What follows belongs to an exercise in optimizing a design on an open flow for small area and a short achievable clock period; a production flow would make more cautious choices. In this exercise RTL edits were held to simulation tests only and were not proved equivalent to the original. Power is estimated from default activity; no workload was simulated.

quartz:
## dram_addr_map
module dram_addr_map (
    input  wire        clk,
    input  wire        rst,             
    input  wire [1:0]  cfg_bays,        
    input  wire [1:0]  cfg_first_quad,  
    input  wire [15:0] cfg_chan_mask,   
    input  wire [9:0]  cfg_cap_gib,     
    input  wire [2:0]  cfg_log2_nr,     
    input  wire        in_valid,
    input  wire [42:0] in_pa,
    output reg         out_valid,
    output reg  [3:0]  out_bay,
    output reg  [15:0] out_set,
    output reg  [20:0] out_tag,
    output reg         out_edge,
    output reg  [1:0]  out_slot,
    output reg  [3:0]  out_chan,
    output reg  [32:0] out_line,
    output reg         out_sub,
    output reg  [10:0] out_col,
    output reg  [2:0]  out_bg,
    output reg  [1:0]  out_bank,
    output reg  [3:0]  out_rank,
    output reg  [19:0] out_row
);
    function [2:0] add3(input [2:0] a, input [2:0] b);
        begin
            add3[0] = (a[0] & b[0]) | (a[1] & b[2]) | (a[2] & b[1]);
            add3[1] = (a[0] & b[1]) | (a[1] & b[0]) | (a[2] & b[2]);
            add3[2] = (a[0] & b[2]) | (a[1] & b[1]) | (a[2] & b[0]);
        end
    endfunction
  ...
Size: ~2,200 cells after synthesis, roughly 260 flip-flops, roughly 0.016 sq mm of cells after synthesis.
Settings: LEC_CHECK=0, ABC_AREA=1, CAP_MARGIN=20, CORE_MARGIN=2, CORE_UTILIZATION=40, CTS_CLUSTER_DIAMETER=100, CTS_CLUSTER_SIZE=27, SLEW_MARGIN=20; clock period 22.0 ns.
standard.sh (not shown) runs the stock make flow with config.mk's settings and CLKGATE_MAP_FILE= SYNTH_SCRIPT=/design/flow/synth_recipe.tcl, a recipe that flattens the netlist after the stock synthesis.
==> flow/flow/run.sh <==
#!/bin/bash
# Standard layout, with plain buf_1 cells as the port buffers (the default
# choice is a slow delay buffer), and timing repair aimed at a 16.5 ns setup
# margin on the design's clock (the SDC is unchanged).
set -euo pipefail
export BUFFER_PORTS_ARGS="-buffer_cell sky130_fd_sc_hd__buf_1"
export SETUP_SLACK_MARGIN=16.5
bash standard.sh > standard.log 2>&1
Here is what was changed in the inputs of yarrow compared with quartz.
-- flow/design.v --
<<< quartz, line 158
    wire [1:0]  f     = tl[8:7];
    wire [6:0]  ms2   = tl[6:0];
    reg [36:5] v;
    reg [36:22] vz;                    
>>> yarrow, line 158
    wire [1:0]  f     = tl[8:7];
    wire [6:0]  ms2   = tl[6:0];
    wire [1:0] cc0 = carry5(pp[4:0], t_logic({c_bays, 2'd0, q, hi}));
    wire [1:0] cc1 = carry5(pp[4:0], t_logic({c_bays, 2'd1, q, hi}));
    wire [1:0] cc2 = carry5(pp[4:0], t_logic({c_bays, 2'd2, q, hi}));
    wire [1:0] cc  = ({2{th[0]}} & cc0) | ({2{th[1]}} & cc1) | ({2{th[2]}} & cc2);
    wire       cp  = cc[1];
    wire       cn  = cc[0];
    reg [36:5] v;
    reg [36:22] vz;                    
<<< quartz, line 170
        end
    end
    reg        v1;
    reg [3:0]  b1_i;
>>> yarrow, line 176
        end
    end
    reg [36:5] z_hi;
    reg [36:5] v_ones, v_zeros;        
    integer    zi;
    always @(*) begin
        v_ones[5]  = 1'b1;
        v_zeros[5] = 1'b1;
        for (zi = 6; zi < 37; zi = zi + 1) begin
            v_ones[zi]  = v_ones[zi-1] & v[zi-1];
            v_zeros[zi] = v_zeros[zi-1] & ~v[zi-1];
        end
        for (zi = 5; zi < 37; zi = zi + 1)
            z_hi[zi] = v[zi] ^ (cp & v_ones[zi]) ^ (cn & v_zeros[zi]);
    end
    reg        v1;
    reg [3:0]  b1_i;
<<< quartz, line 178
    reg [1:0]  b1_f;
    reg [4:0]  b1_pl;
    reg [6:0]  b1_ms2;
    reg [35:0] b1_st;
    reg [36:5] b1_v;
    always @(posedge clk) begin
        if (rst) v1 <= 1'b0;
>>> yarrow, line 197
    reg [1:0]  b1_f;
    reg [4:0]  b1_pl;
    reg [4:0]  b1_ms2;
    reg [35:0] b1_st;
    reg [36:5] b1_zh;
    always @(posedge clk) begin
        if (rst) v1 <= 1'b0;
<<< quartz, line 193
        b1_f    <= f;
        b1_pl   <= pp[4:0];
        b1_ms2  <= ms2;
        b1_st   <= st;
        b1_v    <= v;
    end
    wire [3:0] bay  = 4'd3 * {2'b00, c_fq} + b1_i;
>>> yarrow, line 212
        b1_f    <= f;
        b1_pl   <= pp[4:0];
        b1_ms2  <= ms2[4:0];
        b1_st   <= st;
        b1_zh   <= z_hi;
    end
    wire [3:0] bay  = 4'd3 * {2'b00, c_fq} + b1_i;
<<< quartz, line 238
            es[ei] = aa[ei] ^ yy[ei] ^ ga[ei - 1];
    end
    wire [1:0]  cc = carry5(b1_pl, {9'd0, b1_ms2});
    wire        cp = cc[1];
    wire        cn = cc[0];
    reg  [36:5] z_hi;
    reg  [36:5] v_ones, v_zeros;       
    integer     zi;
    always @(*) begin
        v_ones[5]  = 1'b1;
        v_zeros[5] = 1'b1;
        for (zi = 6; zi < 37; zi = zi + 1) begin
            v_ones[zi]  = v_ones[zi-1] & b1_v[zi-1];
            v_zeros[zi] = v_zeros[zi-1] & ~b1_v[zi-1];
        end
        for (zi = 5; zi < 37; zi = zi + 1)
            z_hi[zi] = b1_v[zi] ^ (cp & v_ones[zi]) ^ (cn & v_zeros[zi]);
    end
    wire [36:0] z = {z_hi, b1_pl + b1_ms2[4:0]};
    wire        n2 = c_nh[2];
    wire        n3 = c_nh[3];
>>> yarrow, line 257
            es[ei] = aa[ei] ^ yy[ei] ^ ga[ei - 1];
    end
    wire [36:0] z = {b1_zh, b1_pl + b1_ms2};
    wire        n2 = c_nh[2];
    wire        n3 = c_nh[3];
==> comparison <==
- | combined flip-flop and latch cell area | quartz vs yarrow | ≈ equal |
- Area fraction in compound gates after synthesis ends up lower on quartz.
- [compare] base=quartz new=yarrow: routed wire length increased 5.4%, number of placement rows essentially unchanged, post-route fraction of the period consumed by the critical path essentially unchanged.

* * *

Another version of the RTL of dram_addr_map (not shown whole).
Size in the first run: roughly 2200 cells after synthesis, ~200 I/O pins, ~16000 um2 of cells after synthesis.
Settings: LEC_CHECK=0, ABC_AREA=1, CAP_MARGIN=20, CORE_MARGIN=2, CORE_UTILIZATION=40, SLEW_MARGIN=20; clock period 22.0 ns.
==> flow/flow/run.sh <==
#!/bin/bash
# Standard layout, with plain buf_2 cells as the port buffers (the default
# choice is a slow delay buffer), and timing repair aimed at a 16.6 ns setup
# margin on the design's clock (the SDC is unchanged).
set -euo pipefail
export BUFFER_PORTS_ARGS="-buffer_cell sky130_fd_sc_hd__buf_2"
export SETUP_SLACK_MARGIN=16.6
bash standard.sh > standard.log 2>&1
==> next run, changes <==
--- a/flow/design.v
+++ b/flow/design.v
@@ -239,18 +239,22 @@
                                          : (b1_hk1 & ei <= 21));
             end
             ga[ei]  = aa[ei] & yy[ei];
             pa_[ei] = aa[ei] ^ yy[ei];
         end
         ga[0] = ga[0] | (pa_[0] & ~b1_sb);
-        for (el = 1; el < 34; el = el * 2)
-            for (ei = 33; ei >= 0; ei = ei - 1)
-                if ((ei / el) % 2 == 1) begin
-                    ga[ei]  = ga[ei] | (pa_[ei] & ga[(ei / el) * el - 1]);
-                    pa_[ei] = pa_[ei] & pa_[(ei / el) * el - 1];
-                end
+        for (el = 1; el < 64; el = el * 2)
+            for (ei = 2*el - 1; ei < 34; ei = ei + 2*el) begin
+                ga[ei]  = ga[ei] | (pa_[ei] & ga[ei - el]);
+                pa_[ei] = pa_[ei] & pa_[ei - el];
+            end
+        for (el = 16; el >= 1; el = el / 2)
+            for (ei = 3*el - 1; ei < 34; ei = ei + 2*el) begin
+                ga[ei]  = ga[ei] | (pa_[ei] & ga[ei - el]);
+                pa_[ei] = pa_[ei] & pa_[ei - el];
+            end
         es[0] = lm0 ? (aa[0] ^ yy[0] ^ ~b1_sb) : hd[0];
         es[1] = lm2 ? hd[1] : (aa[1] ^ yy[1] ^ ga[0]);
         for (ei = 2; ei < 34; ei = ei + 1)
             es[ei] = aa[ei] ^ yy[ei] ^ ga[ei - 1];
     end
     wire [36:0] z = {b1_zh, b1_pl + b1_ms2};
=> The changed run produced a clean layout. Global-route usage rises by 0.82 points. Final cell count climbs by 1.3%. Non-clock buffer count went up by 33. Wire length is higher by 6.0%. Combinational power came out higher by 10%. Via count is higher by 2.0%. Die area rises by 2.5%. Maximum frequency climbs by 0.56%. Sequential share of layout area decreases by 0.78 points. Area after synthesis grows by 2.6%. Clock-buffer cell count falls by 2.

* * *

Setup of rev 12:
dram_addr_map with an RTL version that a note above also has.
Size: about 260 flip-flops, roughly 200 I/O pins, roughly 16,000 um2 of cells after synthesis.
==> flow/config.mk <==
export PLATFORM = sky130hd
export DESIGN_NAME = dram_addr_map
export DESIGN_NICKNAME = dram_addr_map
export VERILOG_FILES = /design/flow/design.v
export SDC_FILE = /design/flow/constraint.sdc
export NUM_CORES = 4
export LEC_CHECK = 0
export ABC_AREA = 1
export CAP_MARGIN = 20
export CORE_MARGIN = 2
export CORE_UTILIZATION = 40
export SLEW_MARGIN = 20
==> flow/constraint.sdc <==
create_clock -name core_clock -period 22.0 [get_ports {clk}]
set_input_delay 4.4000 -clock core_clock [delete_from_list [all_inputs] [get_ports {clk}]]
set_output_delay 4.4000 -clock core_clock [all_outputs]
set_load 0.01 [all_outputs]
Scripts as last shown in full above: flow/flow/run.sh
Changes in rev 13 relative to rev 12:
diff --git a/flow/design.v b/flow/design.v
--- a/flow/design.v
+++ b/flow/design.v
@@ -184,47 +184,45 @@
         for (zi = 6; zi < 37; zi = zi + 1) begin
             v_ones[zi]  = v_ones[zi-1] & v[zi-1];
             v_zeros[zi] = v_zeros[zi-1] & ~v[zi-1];
         end
         for (zi = 5; zi < 37; zi = zi + 1)
             z_hi[zi] = v[zi] ^ (cp & v_ones[zi]) ^ (cn & v_zeros[zi]);
     end
     reg        v1;
     reg [3:0]  b1_i;
     reg [1:0]  b1_p;
-    reg [3:0]  b1_mask;
     reg        b1_hk0, b1_hk1, b1_hk2;    
     reg        b1_sb;
     reg [1:0]  b1_f;
     reg [4:0]  b1_pl;
     reg [4:0]  b1_ms2;
     reg [35:0] b1_st;
     reg [36:5] b1_zh;
     always @(posedge clk) begin
         if (rst) v1 <= 1'b0;
         else     v1 <= v0;
         b1_i    <= i_idx;
         b1_p    <= p;
-        b1_mask <= cfg_chan_mask[4*(c_fq + p) +: 4];    
         b1_hk0  <= hi & lm0;
         b1_hk1  <= hi & lm1;
         b1_hk2  <= hi & lm2;
         b1_sb   <= sb;
         b1_f    <= f;
         b1_pl   <= pp[4:0];
         b1_ms2  <= ms2[4:0];
         b1_st   <= st;
         b1_zh   <= z_hi;
     end
     wire [3:0] bay  = 4'd3 * {2'b00, c_fq} + b1_i;
     wire [1:0] quad = c_fq + b1_p;
-    wire [3:0] mask = b1_mask;
+    wire [3:0] mask = cfg_chan_mask[4*quad +: 4];    
     wire [1:0] b1_r = lm2 ? b1_st[1:0] : lm1 ? {1'b0, b1_st[0]} : 2'b00;
     wire [3:0] h  = (lm2 ? {b1_f, 2'b00} : lm1 ? {1'b0, b1_f, 1'b0} : {2'b00, b1_f}) | {2'b00, b1_r};
     reg  [1:0] hd, hm;
     always @(*) begin
         hd = (h >= 4'd9) ? 2'd3 : (h >= 4'd6) ? 2'd2 : (h >= 4'd3) ? 2'd1 : 2'd0;
         hm = h - 4'd3 * {2'b00, hd};
     end
     reg [33:0] es;
     reg [33:0] ga, pa_, aa, yy;
     integer    ei, el;
## What came out
- Adder-cell share of the synthesized area (higher): rev 12
- Diff rev 12 -> rev 13: clock skew fell 13 ps; mapped cell area picked up an extra 49 um2; switching component of the power rose about 0.9%.
- Setup slack down 31 ps in rev 13 wrt rev 12
- Row share of total power in combinational logic: rev 13 higher / rev 12 lower
- Between rev 13 and rev 12, the slew of the pin with the lowest slew margin is higher for rev 12.
- Rev 13 — area occupied by registers 1.7% lower, rev 12 as reference
- Synthesized cell count: rev 13 vs rev 12 down 20
- Rev 13 reports a higher clock period minus worst slack than rev 12 does.
- Between rev 12 and rev 13, count of placed standard cells in the final layout, fillers left out decreased.
- Looking at power, rev 13 sits about 1.2% above rev 12.

-- separate check: timing with driven ports --
The results above use ideal ports. As a check the final layouts listed here were re-extracted and re-timed, cells and wires unchanged. Step 1 assumes that a clkbuf_16 drives the clock port and a buf_2 every other input. Step 2 moves the port delays by t, midway between the first and last clock arrival at a register: inputs arrive t later, outputs are due t later. That takes back most of the time a late clock gives input paths. Three values: no drivers, after step 1, after step 2; two values: the first two.
run	shift t [ns]	slack for setup (ns)	worst setup path after step 2	worst slew at a driven data input, ns
quartz	0.551	16.540 / 16.491 / 16.167	input to register	0.05
yarrow	0.554	16.547 / 16.493 / 16.187	input to register	0.04
the first run of note 2	0.623	16.552 / 16.495 / 16.137	input to register	0.05
the second run of note 2	0.605	16.582 / 16.530 / 16.180	input to register	0.04
rev 12	0.599	16.591 / 16.538 / 16.154	input to register	0.05
rev 13	0.608	16.560 / 16.509 / 15.989	input to register	0.05
After both steps setup and hold are still met in every run listed. For rev 13, which loses most, drivers alone change the setup slack by -0.051 ns; drivers and shift together by -0.571 ns.
